Context: an optimization exercise on an open-source flow, tuned for small area, a short achievable clock period and few clock cycles. The choices shown serve that exercise and are no tape-out recipe. The RTL was checked by simulation tests, not by an equivalence proof against the original design.

==> inputs of v16 <==
## cor_convert
module cor_convert (
    input  wire         clk,
    input  wire         rst,
    input  wire         in_valid,
    output wire         in_ready,
    input  wire [31:0]  in_x,
    input  wire [31:0]  in_y,
    input  wire [31:0]  in_z,
    input  wire [31:0]  in_xmin,
    input  wire [31:0]  in_ymin,
    input  wire [23:0]  in_pitch_x,
    input  wire [23:0]  in_pitch_y,
    input  wire [31:0]  in_zgain,
    output reg          rd_en,
    output reg  [5:0]   rd_i,
    output reg  [5:0]   rd_j,
    input  wire [383:0] rd_data,
    output reg          out_valid,
    output reg  [23:0]  out_cx,
    output reg  [23:0]  out_cy,
    output reg  [23:0]  out_cz,
    output reg          out_clamp,
    output reg  [2:0]   out_sat
);
clock: 15.0 ns
lec_check: 0
cap_margin: 20
core_margin: 2
core_utilization: 50
setup_slack_margin: 5
slew_margin: 20
standard.sh (not shown) runs the stock make flow with config.mk's settings and CLKGATE_MAP_FILE= SYNTH_SCRIPT=/design/flow/synth_recipe.tcl, a recipe that flattens the netlist after the stock synthesis.
==> flow/flow/run.sh <==
#!/bin/bash
set -euo pipefail
bash standard.sh SETUP_SLACK_MARGIN=10.8 finish > standard_make.log 2>&1
==> v13: changes against v16 <==
--- a/flow/design.v
+++ b/flow/design.v
@@ -35,12 +35,11 @@
     assign in_ready = rdy;
     reg  [63:0] wx0, wy0, wx1, wy1;  
     reg  [23:0] px0, py0, px1, py1;
     reg  [25:0] p3x0, p3y0, p3x1, p3y1;    
     reg  [31:0] zr, zgr;
-    reg  [3:0]  hx0, hy0, hx1, hy1;  
-    reg         cl0, ex0, ey0, zx0, zy0, cl1, ex1, ey1, zx1, zy1;
+    reg         cl0, ex0, ey0, cl1, ex1, ey1;
     function [25:0] dstep4;
         input [23:0] rem;
         input [1:0]  b;
         input [23:0] p;
         input [25:0] p3;
@@ -55,27 +54,29 @@
             else              dstep4 = {2'd0, rem[21:0], b};
         end
     endfunction
     wire [63:0] wxs = fp ? wx0 : wx1;
     wire [63:0] wys = fp ? wy0 : wy1;
-    wire [3:0]  hxs = fp ? hx0 : hx1;
-    wire [3:0]  hys = fp ? hy0 : hy1;
     wire [23:0] pxs = fp ? px0 : px1;
     wire [23:0] pys = fp ? py0 : py1;
     wire [33:0] nx  = {{2{wxs[63]}}, wxs[63:32]} - {{2{wxs[31]}}, wxs[31:0]};
     wire [33:0] ny  = {{2{wys[63]}}, wys[63:32]} - {{2{wys[31]}}, wys[31:0]};
-    wire [45:0] wxp = {nx[29:0], 16'd0};
-    wire [45:0] wyp = {ny[29:0], 16'd0};
+    wire [32:0] nnx = nx[33] ? 33'd0 : nx[32:0];
+    wire [32:0] nny = ny[33] ? 33'd0 : ny[32:0];
+    wire [34:0] ex_s = {{3{wxs[63]}}, wxs[63:32]} - {{3{wxs[31]}}, wxs[31:0]} - {5'd0, pxs, 6'd0};
+    wire [34:0] ey_s = {{3{wys[63]}}, wys[63:32]} - {{3{wys[31]}}, wys[31:0]} - {5'd0, pys, 6'd0};
+    wire [34:0] gx_s = {{3{wxs[63]}}, wxs[63:32]} + ~{{3{wxs[31]}}, wxs[31:0]} + ~{5'd0, pxs, 6'd0} + 35'd1;
+    wire [34:0] gy_s = {{3{wys[63]}}, wys[63:32]} + ~{{3{wys[31]}}, wys[31:0]} + ~{5'd0, pys, 6'd0} + 35'd1;
+    wire        gex = ~ex_s[34];
+    wire        gey = ~ey_s[34];
+    wire        gtx = ~gx_s[34];
+    wire        gty = ~gy_s[34];
+    wire        clp = nx[33] | ny[33] | gtx | gty;
+    wire [45:0] wxp = {nnx[29:6], nnx[5:0], 16'd0};
+    wire [45:0] wyp = {nny[29:6], nny[5:0], 16'd0};
     wire [25:0] p3xp = {2'b00, pxs} + {1'b0, pxs, 1'b0};
     wire [25:0] p3yp = {2'b00, pys} + {1'b0, pys, 1'b0};
-    wire [32:0] fnx = {hxs[2:0], wxs[45:16]};
-    wire [32:0] fny = {hys[2:0], wys[45:16]};
-    wire        gex = ~hxs[3] & (fnx >= {3'd0, pxs, 6'd0});
-    wire        gey = ~hys[3] & (fny >= {3'd0, pys, 6'd0});
-    wire        gtx = ~hxs[3] & (fnx >  {3'd0, pxs, 6'd0});
-    wire        gty = ~hys[3] & (fny >  {3'd0, pys, 6'd0});
-    wire        clp = hxs[3] | hys[3] | gtx | gty;
     wire [25:0] sx0 = dstep4(wx0[45:22], wx0[21:20], px0, p3x0);
     wire [25:0] sy0 = dstep4(wy0[45:22], wy0[21:20], py0, p3y0);
     wire [25:0] sx1 = dstep4(wx1[45:22], wx1[21:20], px1, p3x1);
     wire [25:0] sy1 = dstep4(wy1[45:22], wy1[21:20], py1, p3y1);
     wire [45:0] wxn0 = {sx0[23:0], wx0[19:0], sx0[25:24]};
@@ -84,12 +85,10 @@
     wire [45:0] wyn1 = {sy1[23:0], wy1[19:0], sy1[25:24]};
     wire [21:0] qxf = fp ? wxn1[21:0] : wxn0[21:0];
     wire [21:0] qyf = fp ? wyn1[21:0] : wyn0[21:0];
     wire        exf = fp ? ex1 : ex0;
     wire        eyf = fp ? ey1 : ey0;
-    wire        zxf = fp ? zx1 : zx0;
-    wire        zyf = fp ? zy1 : zy0;
     wire        clf = fp ? cl1 : cl0;
     reg [16:0] h_fx, h_fy, fyr;
     reg        h_cl, clm;
     reg [8:0]  fx1, fx2, fxn;       
     function [26:0] benc;           
@@ -174,14 +173,15 @@
             px0 <= in_pitch_x;
             py0 <= in_pitch_y;
         end else if (ph1 & fp) begin
             wx0[45:0] <= wxp;
             wy0[45:0] <= wyp;
-            hx0  <= nx[33:30];
-            hy0  <= ny[33:30];
             p3x0 <= p3xp;
             p3y0 <= p3yp;
+            ex0  <= gex;
+            ey0  <= gey;
+            cl0  <= clp;
         end else begin
             wx0[45:0] <= wxn0;
             wy0[45:0] <= wyn0;
         end
         if (ph0 & fp) begin
@@ -190,42 +190,29 @@
             px1 <= in_pitch_x;
             py1 <= in_pitch_y;
         end else if (ph1 & ~fp) begin
             wx1[45:0] <= wxp;
             wy1[45:0] <= wyp;
-            hx1  <= nx[33:30];
-            hy1  <= ny[33:30];
             p3x1 <= p3xp;
             p3y1 <= p3yp;
+            ex1  <= gex;
+            ey1  <= gey;
+            cl1  <= clp;
         end else begin
             wx1[45:0] <= wxn1;
             wy1[45:0] <= wyn1;
         end
-        if (ph2 & fp) begin
-            ex0 <= gex;
-            ey0 <= gey;
-            zx0 <= hxs[3];
-            zy0 <= hys[3];
-            cl0 <= clp;
-        end
-        if (ph2 & ~fp) begin
-            ex1 <= gex;
-            ey1 <= gey;
-            zx1 <= hxs[3];
-            zy1 <= hys[3];
-            cl1 <= clp;
-        end
         if (ph0) begin
             zr    <= in_z;
             zgr   <= in_zgain;
-            h_fx  <= {exf, qxf[15:0] & {16{~(exf | zxf)}}};
-            h_fy  <= {eyf, qyf[15:0] & {16{~(eyf | zyf)}}};
+            h_fx  <= exf ? 17'h10000 : {1'b0, qxf[15:0]};
+            h_fy  <= eyf ? 17'h10000 : {1'b0, qyf[15:0]};
             h_cl  <= clf;
         end
         if (ph1) zt2 <= zt_s;
-        rd_i  <= (qxf[21:16] & {6{~zxf}}) | {6{exf}};
-        rd_j  <= (qyf[21:16] & {6{~zyf}}) | {6{eyf}};
+        rd_i  <= exf ? 6'd63 : qxf[21:16];
+        rd_j  <= eyf ? 6'd63 : qyf[21:16];
         if (ph0) clm <= h_cl;
         if (ph3) begin
             fx1 <= fx_enc[8:0];
             fx2 <= fx_enc[17:9];
             fxn <= fx_enc[26:18];
==> results.toml <==
[placement]
hpwlAfterDp_mm = 356.1

[worst_setup_path]
crit_path_start = "fp"
path_depth = 16

[outcome]
run_status = "timing/DRC/antenna clean"

[timing]
whs_ns = 0.3331
(the above is from v13)
==> results.toml <==
[outcome]
run_status = "timing/DRC/antenna clean"

[clocking]
clk-insertion-delay-late_ns = 0.85
cts-resized-gates = 569

[worst_setup_path]
crit_path_start = "ph[0]"
path_depth = 1

[floorplan]
fp.dieW_um = 479.6

[placement]
hpwlAfterDp_mm = 314.0

[routing]
detail_route.drc_violations = 0

[timing]
whs_ns = 0.3368
(the above is from v16)
Testbench counts of v16, summed over its fixed seeds: cycles 12,488.
Testbench counts of v13, summed over its fixed seeds: cycles 12,488.

port drivers added, routing unchanged:
How much do the figures lean on ideal ports? The routed layouts below were timed once more, with nothing changed but the port constraints. Step 1, drivers: a clkbuf_16 drives clk and a buf_2 each remaining input, both assumed. Step 2 moves the port delays by t, midway between the first and last clock arrival at a register: inputs arrive t later, outputs are due t later. That takes back most of the time a late clock gives input paths. Three values: ideal ports, drivers, drivers and shift; two values: the first two.
run | shift t [ns] | slack for setup (ns) | worst setup path after step 2
v16 | 0.928 | 10.554 / 10.452 / 10.063 | input to register
v13 | 0.934 | 10.615 / 10.583 / 9.894 | input to register
After both steps every run listed still meets setup and hold. For v13, which loses most, drivers alone change the setup slack by -0.032 ns; drivers and shift together by -0.721 ns.
